Source: an optimization exercise on an open RTL-to-GDS flow (aim: small area, a short achievable clock period and few clock cycles). Production flows keep margins and buffers that such runs may drop. RTL that was checked went through simulation tests only; none was proved equivalent to the original. Function not checked in run 3: the RTL went through the layout flow alone.

--- design/flow/config.mk ---
export PLATFORM = sky130hd
export DESIGN_NAME = vbsort16
export DESIGN_NICKNAME = vbsort16
export VERILOG_FILES = /design/flow/design.v
export SDC_FILE = /design/flow/constraint.sdc
export NUM_CORES = 8
export LEC_CHECK = 0
export CAP_MARGIN = 20
export CORE_AREA = 10 10 790 790
export DIE_AREA = 0 0 800 800
export PLACE_DENSITY = 0.4
export SLEW_MARGIN = 20
--- design/flow/constraint.sdc ---
create_clock -name core_clock -period 9.0 [get_ports {clk}]
set_input_delay 1.8000 -clock core_clock [delete_from_list [all_inputs] [get_ports {clk}]]
set_output_delay 1.8000 -clock core_clock [all_outputs]
set_load 0.01 [all_outputs]
--- design/flow/design.v ---
module vbsort16 (
    input  wire         clk,
    input  wire         rst,           
    input  wire         in_valid,
    output wire         in_ready,
    input  wire [511:0] in_key,        
    input  wire [15:0]  in_s,          
    input  wire [15:0]  in_n,          
    input  wire [511:0] in_pay,        
    input  wire         desc,
    input  wire         nulls_first,
    input  wire         unsigned_key,
    output wire         out_valid,
    input  wire         out_ready,
    output wire [511:0] out_key,
    output wire [15:0]  out_s,
    output wire [15:0]  out_n,
    output wire [511:0] out_pay
);
    localparam [1:0] S_IDLE = 2'd0,
                     S_SORT = 2'd1,
                     S_OUT  = 2'd2;
    localparam EW = 66;            
    reg [1:0]        state;
    reg [3:0]        step;         
    reg [EW*16-1:0]  ev;           
    reg              desc_r, nf_r, uns_r;
    assign in_ready  = (state == S_IDLE);
    assign out_valid = (state == S_OUT);
    reg [2:0] st_t;
    reg [1:0] st_d;
    always @(*) begin
        case (step)
            4'd0:    begin st_t = 3'd1; st_d = 2'd0; end
            4'd1:    begin st_t = 3'd2; st_d = 2'd1; end
            4'd2:    begin st_t = 3'd2; st_d = 2'd0; end
            4'd3:    begin st_t = 3'd3; st_d = 2'd2; end
            4'd4:    begin st_t = 3'd3; st_d = 2'd1; end
            4'd5:    begin st_t = 3'd3; st_d = 2'd0; end
            4'd6:    begin st_t = 3'd4; st_d = 2'd3; end
            4'd7:    begin st_t = 3'd4; st_d = 2'd2; end
            4'd8:    begin st_t = 3'd4; st_d = 2'd1; end
            default: begin st_t = 3'd4; st_d = 2'd0; end
        endcase
    end
    function [1:0] cls(input s, input n, input nf);
        if (n)       cls = nf ? 2'd0 : 2'd1;
        else if (s)  cls = nf ? 2'd1 : 2'd0;
        else         cls = 2'd2;
    endfunction
    function earlier(input [EW-1:0] x, input [EW-1:0] y, input nf, input dsc, input uns);
        reg [1:0]  cx, cy;
        reg [31:0] kx, ky;
        reg        klt, kgt;
        begin
            cx = cls(x[65], x[64], nf);
            cy = cls(y[65], y[64], nf);
            kx = {x[63] ^ ~uns, x[62:32]};
            ky = {y[63] ^ ~uns, y[62:32]};
            klt = dsc ? (kx > ky) : (kx < ky);
            kgt = dsc ? (kx < ky) : (kx > ky);
            earlier = (cx < cy) || (cx == cy && (klt || (!kgt && x[31:0] < y[31:0])));
        end
    endfunction
    wire [EW*16-1:0] nv;
    genvar gp;
    generate
        for (gp = 0; gp < 16; gp = gp + 1) begin : g_pos
            wire [EW-1:0] self = ev[EW*gp +: EW];
            reg  [EW-1:0] partner;
            reg           lower, asc;
            always @(*) begin
                case (st_d)
                    2'd0:    partner = ev[EW*(gp ^ 1) +: EW];
                    2'd1:    partner = ev[EW*(gp ^ 2) +: EW];
                    2'd2:    partner = ev[EW*(gp ^ 4) +: EW];
                    default: partner = ev[EW*(gp ^ 8) +: EW];
                endcase
                lower = ((gp >> st_d) & 1) == 0;
                asc   = ((gp >> st_t) & 1) == 0;
            end
            wire take_earlier = (lower == asc);
            wire use_partner  = take_earlier ? earlier(partner, self, nf_r, desc_r, uns_r)
                                             : earlier(self, partner, nf_r, desc_r, uns_r);
            assign nv[EW*gp +: EW] = use_partner ? partner : self;
            assign out_s[gp]            = self[65];
            assign out_n[gp]            = self[64];
            assign out_key[32*gp +: 32] = self[63:32];
            assign out_pay[32*gp +: 32] = self[31:0];
        end
    endgenerate
    integer i;
    always @(posedge clk) begin
        if (rst) begin
            state <= S_IDLE;
        end else begin
            case (state)
                S_IDLE: begin
                    if (in_valid) begin
                        for (i = 0; i < 16; i = i + 1)
                            ev[EW*i +: EW] <= {in_s[i], in_n[i], in_key[32*i +: 32], in_pay[32*i +: 32]};
                        desc_r <= desc;
                        nf_r   <= nulls_first;
                        uns_r  <= unsigned_key;
                        step   <= 4'd0;
                        state  <= S_SORT;
                    end
                end
                S_SORT: begin
                    ev   <= nv;
                    step <= step + 4'd1;
                    if (step == 4'd9)
                        state <= S_OUT;
                end
                S_OUT: begin
                    if (out_ready)
                        state <= S_IDLE;
                end
                default: state <= S_IDLE;
            endcase
        end
    end
endmodule
--- design/flow/run.sh ---
#!/bin/bash
# synth_recipe.tcl (not shown) runs the flow's synth.tcl, then flattens the netlist and writes it again
# the make line also repeats each setting of config.mk as NAME=value (left out here)
make -C /OpenROAD-flow-scripts/flow DESIGN_CONFIG=/design/flow/config.mk WORK_HOME=/design/flow/orfs CLKGATE_MAP_FILE= SYNTH_SCRIPT=/design/flow/synth_recipe.tcl finish
==> impl_metrics.csv, run 1 <==
group,metric,value,unit
final_layout,final_common_cell,"nand2_1",
clock_tree,hold_buffers,0,
synth,synth_nets,12300,
clock_tree,cts_buffers,169,
sta,rsz0062_at_grt,"no",
sta,fin_skew,0.0983,ns
die,die_h,800,um
sta,setup_viol,0,
synth,ys_seq_elements,1070,
die,start_util,14.8,%
clock_tree,postCtsSetupBuffers,0,
setup_path,worst_setup_path_start_kind,"flip-flop",
drt,dr_total_vias,107000,
die,core_area,0.607,mm^2
clock_tree,cts.root.buffer_cell,"clkbuf_16",
clock_tree,htree_levels,4,
global_routing,grt_pass1_vias,99800,
placement,port_buffers,2120,
flow_run,maxCapViolCount,0,
synth,async_reset_ff_share,0,%
synth,yosysTopAreaCellShare,35.4,%
sta,slew_headroom,15.2,%
drt,drcViolationCount,0,
clock_tree,cts_buffer_depth,4,
sta,hold_slack,0.675,ns
final_layout,synthToLayoutAreaGrowth,41.5,%
die,io_pins,2121,
global_routing,grt_max_degree,195,
placement,place_congestion,0.953,
synth,synthTopCellsByArea,"edfxtp_1, ha_1, a222oi_1",
sta,period_minus_slack,8.46,ns
clock_tree,clk_pin_slew,0.05,ns
sta,hold_viol,0,
synth,yosys.area.top_type,"edfxtp_1",
setup_path,crit_required,9.53,ns
sta,fin_crit_sh,94.0,%
setup_path,critical_path_class,"reg -> reg",
synth,synth_cells,10200,
synth,netlist_area,0.0901,mm^2
global_routing,grt_pass1_wl,1140000,um
clock_tree,clock_sink_count,1070,
setup_path,crit_path_end_kind,"flip-flop",
synth,synth-edff-count,1063,
sta,fmax,118,MHz
placement,hpwl,748000,um
synth,avgSynthCellArea,8.83,um^2
setup_path,worstPathMaxFanout,105,
global_routing,antenna_found_initial,205,
drt,ant_nets,0,
clock_tree,cts-resized-gates,0,
drt,routed_wl,916000,um
final_layout,drive_gt1_share,6.33,%
drt,avgRoutedWirePerCell,45.2,um
drt,viasPerCell,5.29,
clock_tree,clock_latency,0.94,ns
die,dieArea,0.640,mm^2
clock_tree,cts_tree,"built",
worst_hold_path,hold_path_class,"reg -> reg",
status,status,"no timing/DRC/antenna violations",
placement,placed_cells,19900,
synth,synth_warnings,1,
die,die_w,800,um
global_routing,grt.overflow.total,0,
drt,dr.first_iter.drc_count,23500,
synth,synth.distinct_cells,82,
final_layout,finalNetCount,14100,
drt,drtPass1Iterations,17,
global_routing,grt.total_usage,27.0,%
synth,yosysSeqAreaShare,35.6,%
sta,worst_slew_pin_slew,1.24,ns
synth,synth_flop_cell,"edfxtp_1",
final_layout,mostFrequentLayoutCells,"nand2_1, clkdlybuf4s50_1, o21ai_0",
setup_path,cp.arrival,8.99,ns
die,num_rows,286,
sta,slew_viol_final,0,
final_layout,final_cells,20300,
## logic make-up (layout without fill, tap and decap cells)
| kind of cell | Yosys count | count (layout) | share of synthesized area [%] |
|---|---|---|---|
| buf+inv | 991 | 2892 | 4.14 |
| other cells | 0 | 83 | 0 |
| mux | 151 | 151 | 1.83 |
| compound gates | 4019 | 4019 | 29.7 |
| flops | 1070 | 1070 | 35.6 |
| xor+xnor | 50 | 50 | 0.486 |
| fa+ha+maj | 1076 | 1076 | 14.9 |
| simple gates | 2845 | 2845 | 13.3 |
## worst paths after layout
path | from | to | slack (ns) | depth (start not counted)
setup / recovery | st_d[1] | ev[118] | 0.54 | 20
hold / removal | step[3] | step[3] | 0.68 | 2
setup reg to reg | st_d[1] | ev[118] | 0.54 | 20
hold reg to reg | step[3] | step[3] | 0.68 | 2
## per-stage QoR
step / setup slack, ns / cell area, um^2 / setup TNS [ns] / utilization (%)
final: 0.543 / 127000 / 0 / 21.0
after CTS: 0.372 / 127000 / 0 / 21.0
after global placement: -0.438 / 122000 / -25.58 / 20.1
after global routing: 0.345 / 127000 / 0 / 21.0
after detailed placement: 0.415 / 122000 / 0 / 20.1
after floorplan: 0.175 / 90100 / 0 / -
## critical path, stage by stage, from the launching register on
cell	delay, ns
dfxtp_1	0.42
inv_1	0.24
ha_4	0.69
buf_4	0.47
buf_12	0.43
buf_4	0.39
a222oi_1	0.14
nand2_1	0.11
o21ai_0	0.16
ha_1	0.37
and4_1	0.40
and4bb_1	0.86
and2_1	0.40
o31a_1	0.84
a211oi_2	0.25
nor2_1	0.28
a21oi_1	0.11
o21a_1	0.22
a211oi_4	0.28
buf_12	0.34
buf_4	0.47
## layout make-up
cell class / instances / area, um^2
Multi-Input combinational cell: 8141 / 54800
Fill cell: 67000 / 479000
Sequential cell: 1070 / 32100
Clock buffer: 208 / 4440
Timing Repair Buffer: 2433 / 24400
Tap cell: 8064 / 10100
Inverter: 160 / 608
Clock inverter: 91 / 882
Antenna cell: 83 / 208
## routing by layer
| layer | global-route usage [%] | routed length, um | vias to the layer above |
|---|---|---|---|
| li1 | - | - | 44100 |
| met1 | 31.7 | 338000 | 54100 |
| met2 | 44.3 | 422000 | 7500 |
| met3 | 7.68 | 94800 | 1379 |
| met4 | 14.5 | 60200 | 88 |
| met5 | 0 | 574 | - |
## sequential cells by signal, indices dropped and copies added (netlist names)
name and flops:
uns_r 1, nf_r 1, ev 1056, st_t 3, st_d 2, state 2
step 4, desc_r 1
## Yosys cell counts, types with 8 or more instances
| library cell | instances |
|---|---|
| clkbuf_1 | 783 |
| o31ai_1 | 16 |
| o21ai_1 | 8 |
| o31a_1 | 10 |
| o21ai_0 | 2069 |
| o21a_1 | 24 |
| inv_1 | 159 |
| and4_1 | 33 |
| a221oi_1 | 13 |
| nand3_1 | 85 |
| edfxtp_1 | 1063 |
| a21oi_1 | 413 |
| nor3_1 | 53 |
| o211ai_1 | 46 |
| nand4_1 | 190 |
| a222oi_1 | 1056 |
| buf_2 | 9 |
| nand2_1 | 2127 |
| xnor2_1 | 45 |
| nor2_1 | 198 |
| mux2i_1 | 40 |
| buf_1 | 39 |
| nor4_1 | 17 |
| a211o_1 | 9 |
| a211oi_1 | 37 |
| nor2b_1 | 64 |
| or3_1 | 18 |
| a31oi_1 | 9 |
| mux2_2 | 111 |
| or4_1 | 9 |
| or2_2 | 8 |
| ha_1 | 1076 |
| a21o_1 | 227 |
| nand2b_1 | 9 |
| and3_1 | 8 |
Testbench counts, summed over its fixed seeds: cycles 6,144.
==> run 2: changes to the inputs <==
--- a/design/flow/design.v
+++ b/design/flow/design.v
@@ -25,7 +25,7 @@
     reg [3:0]        step;         
     reg [EW*16-1:0]  ev;           
     reg              desc_r, nf_r, uns_r;
-    assign in_ready  = (state == S_IDLE);
+    assign in_ready  = (state == S_IDLE) | ((state == S_OUT) & out_ready);
     assign out_valid = (state == S_OUT);
     reg [2:0] st_t;
     reg [1:0] st_d;
@@ -113,8 +113,19 @@
                         state <= S_OUT;
                 end
                 S_OUT: begin
-                    if (out_ready)
-                        state <= S_IDLE;
+                    if (out_ready) begin
+                        if (in_valid) begin
+                            for (i = 0; i < 16; i = i + 1)
+                                ev[EW*i +: EW] <= {in_s[i], in_n[i], in_key[32*i +: 32], in_pay[32*i +: 32]};
+                            desc_r <= desc;
+                            nf_r   <= nulls_first;
+                            uns_r  <= unsigned_key;
+                            step   <= 4'd0;
+                            state  <= S_SORT;
+                        end else begin
+                            state <= S_IDLE;
+                        end
+                    end
                 end
                 default: state <= S_IDLE;
             endcase
==> impl_metrics.csv, run 2 <==
group,metric,value,unit
status,status,"no timing/DRC/antenna violations",
synth,yosysTopAreaCellShare,35.3,%
synth,yosys.area.top_type,"edfxtp_1",
clock_tree,cts_tree,"built",
die,dieArea,0.640,mm^2
synth,avgSynthCellArea,8.80,um^2
global_routing,grt_pass1_wl,1180000,um
final_layout,seq_area,0.0321,mm^2
final_layout,largest_register,"ev",
synth,synthTopCellsByArea,"edfxtp_1, ha_1, a222oi_1",
final_layout,final_common_cell,"nand2_1",
clock_tree,clock_sink_count,1070,
die,die_w,800,um
sta,fmax,129,MHz
synth,ys_seq_elements,1070,
final_layout,num-fill-cells,67000,
sta,slew_viol_final,0,
setup_path,crit_required,9.50,ns
setup_path,worst_setup_path_start_kind,"flip-flop",
sta,fin_crit_sh,86.2,%
sta,fin_skew,0.0678,ns
synth,synth-edff-count,1063,
synth,ys_top_cells_by_count,"nand2_1, o21ai_0, ha_1, edfxtp_1, a222oi_1",
synth,yosysSeqAreaShare,35.5,%
global_routing,antenna_found_initial,213,
drt,dr_total_vias,109000,
placement,port_buffers,2120,
sta,hold_viol,0,
die,num_rows,286,
sta,slew_headroom,9.68,%
die,io_pins,2121,
sta,rsz0062_at_grt,"no",
synth,netlist_area,0.0903,mm^2
final_layout,largest_register_ffs,1056,
clock_tree,htree_levels,4,
drt,top_layer,"met5",
drt,ant_nets,0,
global_routing,grt_max_degree,180,
final_layout,multiInputGateArea,0.0550,mm^2
drt,routed_wl,954000,um
global_routing,grt.overflow.total,0,
synth,synth.distinct_cells,81,
global_routing,grt.total_usage,28.1,%
setup_path,r2r_setup_slack,1.24,ns
drt,viasPerCell,5.34,
global_routing,grt_pass1_vias,99900,
placement,hpwl,782000,um
synth,synth_nets,12400,
drt,drcViolationCount,0,
drt,dr_wl_met2,379000,um
clock_tree,cts_buffer_depth,4,
die,die_h,800,um
clock_tree,clk_pin_slew,0.06,ns
drt,avgRoutedWirePerCell,46.9,um
setup_path,worstPathMaxFanout,56,
synth,synth_warnings,1,
sta,period_minus_slack,7.76,ns
final_layout,synthToLayoutAreaGrowth,41.6,%
placement,place_congestion,0.990,
placement,placed_cells,19900,
final_layout,finish.utilization,21.1,%
final_layout,drive_gt1_share,6.20,%
clock_tree,clock_latency,0.92,ns
clock_tree,postCtsSetupBuffers,0,
drt,drtPass1Iterations,22,
flow_run,maxCapViolCount,0,
clock_tree,cts_buffers,168,
drt,dr.first_iter.drc_count,23900,
clock_tree,hold_buffers,0,
synth,yosys.cell_count.top_type,"nand2_1",
drt,drt-met1-wl,379000,um
setup_path,crit_path_end_kind,"flip-flop",
drt,routed-wl-met3,121000,um
synth,async_reset_ff_share,0,%
sta,setup_viol,0,
clock_tree,cts-resized-gates,0,
synth,synth_flop_cell,"edfxtp_1",
final_layout,final_cells,20300,
sta,worst_slew_pin_slew,1.35,ns
setup_path,critical_path_class,"reg -> reg",
final_layout,finalNetCount,14200,
clock_tree,cts.root.buffer_cell,"clkbuf_16",
worst_hold_path,hold_path_class,"reg -> reg",
sta,tns,0,ns
synth,synth_cells,10300,
setup_path,cp.arrival,8.25,ns
die,start_util,14.9,%
die,core_area,0.607,mm^2
final_layout,mostFrequentLayoutCells,"nand2_1, clkdlybuf4s50_1, o21ai_0",
## run 2: changes by cell type after synthesis, moves of 28 or more
cell / delta
mux2_2: +28
o21ai_0: -51
a21o_1: -93
nor2_1: +34
a21oi_1: +65
## run 2: stage by stage
step	setup WS [ns]	hold WS, ns	instance area, um^2
2_1_floorplan	1.10	0.620	90400
3_3_place_gp	0.303	0.664	122000
3_5_place_dp	1.10	0.672	122000
4_1_cts	1.11	0.678	128000
5_1_grt	1.21	0.727	128000
6_report	1.24	0.684	128000
## run 2: cell type report
cell class,count,share of cell area [%]
clock buffer,201,3.44
multi-input combinational,8179,43.0
antenna,118,0.231
tap,8064,7.89
clock inverter,103,0.838
timing repair buffer,2412,19.0
sequential,1070,25.1
inverter,187,0.555
## run 2: critical path, cell delays in order (launching register included)
cell	delay [ns]
dfxtp_1	0.37
inv_1	0.29
ha_4	0.57
buf_12	0.33
buf_12	0.34
buf_12	0.31
a222oi_1	0.17
nand2_1	0.11
o21ai_0	0.20
ha_1	0.41
nand4_1	0.20
nor3_1	0.54
buf_4	0.33
nand3_1	0.18
a21oi_1	0.92
o21a_1	0.36
nor3_4	0.14
o311ai_1	0.39
a211oi_1	0.17
o22ai_4	0.20
buf_4	0.59
## run 2: per-layer routing
| metal | vias up | track usage [%] |
|---|---|---|
| met1 | 54700 | 35.6 |
| met2 | 8002 | 39.3 |
| li1 | 44300 | - |
| met4 | 66 | 18.0 |
| met3 | 1435 | 10.9 |
| met5 | - | 0 |
## run 2: path summary, 6_finish.rpt
kind	from	end	cells past startpoint
hold reg to reg	step[2]	step[2]	1
setup / recovery	st_d[1]	ev[462]	20
setup reg to reg	st_d[1]	ev[462]	20
hold / removal	step[2]	step[2]	1
## run 2: logic make-up (layout without fill, tap and decap cells)
family                   after synthesis  in the layout  synth area share, %
AO/OA/AOI/OAI                       3980           3980                 29.2
XOR/XNOR                              50             50                0.493
adder cells (fa/ha/maj)             1076           1076                 14.9
buffers and inverters               1015           2903                 4.23
flip-flops                          1070           1070                 35.5
multiplexers                         183            183                 2.22
other                                  0            118                    0
AND/OR/NAND/NOR                     2890           2890                 13.4
Testbench counts of run 2, summed over its fixed seeds: cycles 5,640.
==> run 3: changes to the inputs <==
==> design/flow/design.v (replaced) <==
module vbsort16 (
    input  wire         clk,
    input  wire         rst,           
    input  wire         in_valid,
    output wire         in_ready,
    input  wire [511:0] in_key,        
    input  wire [15:0]  in_s,          
    input  wire [15:0]  in_n,          
    input  wire [511:0] in_pay,        
    input  wire         desc,
    input  wire         nulls_first,
    input  wire         unsigned_key,
    output wire         out_valid,
    input  wire         out_ready,
    output wire [511:0] out_key,
    output wire [15:0]  out_s,
    output wire [15:0]  out_n,
    output wire [511:0] out_pay
);
    wire [65:0] sv [0:15];
    genvar gi, gj;
    generate
        for (gi = 0; gi < 16; gi = gi + 1) begin : g_sv
            wire s = in_s[gi];
            wire n = in_n[gi];
            wire c_hi = ~s & ~n;                        
            wire c_lo = nulls_first ? (s & ~n) : n;     
            wire [31:0] k = in_key[32*gi +: 32] ^ {~unsigned_key, 31'b0} ^ {32{desc}};
            assign sv[gi] = {c_hi, c_lo, k, in_pay[32*gi +: 32]};
        end
    endgenerate
    wire [119:0] lt;
    generate
        for (gi = 0; gi < 16; gi = gi + 1) begin : g_ca
            for (gj = gi + 1; gj < 16; gj = gj + 1) begin : g_cb
                assign lt[gi*15 - gi*(gi-1)/2 + gj - gi - 1] = sv[gi] < sv[gj];
            end
        end
    endgenerate
    reg          ov;
    reg  [511:0] r_key, r_pay;
    reg  [15:0]  r_s, r_n;
    reg  [119:0] r_lt;
    assign in_ready  = ~ov | out_ready;
    assign out_valid = ov;
    wire take = in_valid & in_ready;
    always @(posedge clk) begin
        if (rst)
            ov <= 1'b0;
        else if (in_ready)
            ov <= in_valid;
    end
    always @(posedge clk) begin
        if (take) begin
            r_key <= in_key;
            r_pay <= in_pay;
            r_s   <= in_s;
            r_n   <= in_n;
            r_lt  <= lt;
        end
    end
    reg [3:0] rank [0:15];
    integer a, b;
    always @(*) begin
        for (a = 0; a < 16; a = a + 1) begin
            rank[a] = 4'd0;
            for (b = 0; b < 16; b = b + 1) begin
                if (b < a)
                    rank[a] = rank[a] + {3'd0, r_lt[b*15 - b*(b-1)/2 + a - b - 1]};
                else if (b > a)
                    rank[a] = rank[a] + {3'd0, ~r_lt[a*15 - a*(a-1)/2 + b - a - 1]};
            end
        end
    end
    generate
        for (gi = 0; gi < 16; gi = gi + 1) begin : g_out
            reg [65:0] o;
            integer e;
            always @(*) begin
                o = 66'd0;
                for (e = 0; e < 16; e = e + 1)
                    o = o | ({66{rank[e] == gi}} & {r_s[e], r_n[e], r_key[32*e +: 32], r_pay[32*e +: 32]});
            end
            assign out_s[gi]            = o[65];
            assign out_n[gi]            = o[64];
            assign out_key[32*gi +: 32] = o[63:32];
            assign out_pay[32*gi +: 32] = o[31:0];
        end
    endgenerate
endmodule
==> impl_metrics.csv, run 3 <==
group,metric,value,unit
placement,port_buffers,2120,
placement,place_congestion,1.66,
status,status,"stopped before the end",
global_routing,grt_pass1_wl,4890000,um
synth,synth-edff-count,1176,
global_routing,grt_pass1_vias,496000,
synth,ys_top_cells_by_count,"ha_1, nand2_1, o22ai_1, a21oi_1, a21o_1",
placement,place_area,0.370,mm^2
placement,post-place-ws,-0.330,ns
clock_tree,htree_levels,4,
synth,ys_seq_elements,1177,
clock_tree,clock_sink_count,1177,
global_routing,grt.total_usage,109,%
synth,yosys.area.top_type,"ha_1",
synth,netlist_area,0.317,mm^2
global_routing,grt.overflow.total,69600,
placement,hpwl,2440000,um
die,start_util,52.2,%
synth,synth_nets,49500,
die,die_w,800,um
global_routing,grt_max_degree,167,
synth,synthTopCellsByArea,"ha_1, edfxtp_1, o22ai_1",
synth,synth_warnings,2,
synth,yosysTopAreaCellShare,30.9,%
die,die_h,800,um
die,num_rows,286,
status,stop_stage,"5_1_grt",
synth,synth_cells,40500,
die,io_pins,2121,
status,error,"[ERROR GRT-0116] Global routing finished with congestion. Check the congestion regions in the DRC Viewer.",
clock_tree,cts_buffers,135,
synth,synth_flop_cell,"edfxtp_1",
synth,async_reset_ff_share,0,%
clock_tree,cts.root.buffer_cell,"clkbuf_16",
synth,yosys.cell_count.top_type,"ha_1",
clock_tree,hold_buffers,0,
synth,avgSynthCellArea,7.83,um^2
synth,synth.distinct_cells,86,
clock_tree,cts_buffer_depth,4,
synth,yosysSeqAreaShare,11.2,%
## run 3: worst max path at each step
stage / start / cells after the start / to / slack, ns
2_1_floorplan: out_ready / 2 / r_key[0] / -1.51
3_3_place_gp: r_lt[13] / 19 / out_pay[93] / -0.19
3_5_place_dp: r_lt[13] / 19 / out_pay[93] / -0.33
4_1_cts: r_lt[19] / 21 / out_pay[59] / -0.12
## run 3: logic make-up after synthesis
kind of cell	count (synthesis)	share of synthesized area [%]
AO/OA/AOI/OAI	15500	33.4
AND/OR/NAND/NOR	11100	16.8
adder cells (fa/ha/maj)	7992	31.9
buffers and inverters	4202	5.29
flip-flops	1177	11.2
XOR/XNOR	524	1.45
multiplexers	3	0.00987
## run 3: metal layers
| metal | track usage (%) | GRT overflow |
|---|---|---|
| met1 | 106 | 19400 |
| met2 | 121 | 30400 |
| met3 | 103 | 10600 |
| met4 | 106 | 8003 |
| met5 | 95.9 | 1169 |
## run 3: what timing repair did
action | 4_1_cts
buffers inserted | 403
pin swaps | 177
resized for setup | 561
endpoints found under the setup margin | 974
cloned | 47
## run 3: stage by stage
step / cells / util [%]
4_1_cts: 51500 / 63.1
3_5_place_dp: 50800 / 61.1
3_3_place_gp: 50800 / 61.0
2_1_floorplan: 40500 / -

[separate check: timing with driven ports]
In the flow no input, the clock included, has a driving cell. The finished layouts below were timed again as built, in two steps.
Step 1: set_driving_cell puts a clkbuf_16 on clk and a buf_2 on each other input, an assumption about the parent block.
Step 2 moves the port delays by t, midway between the first and last clock arrival at a register: inputs arrive t later, outputs are due t later. That takes back most of the time a late clock gives input paths.
Slacks: ideal ports / drivers / drivers and shift; pairs: ideal ports / drivers.
run	shift t [ns]	slack for setup (ns)	hold slack, ns	worst setup path at the end	latest minus earliest clock arrival (ns)
run 1	1.026	0.543 / 0.543 / 0.543	0.675 / 0.675 / 0.675	register to register	0.098 / 0.099
run 2	1.017	1.243 / 1.243 / 1.243	0.684 / 0.684 / 0.684	register to register	0.068 / 0.068
After both steps every run listed still meets setup and hold.
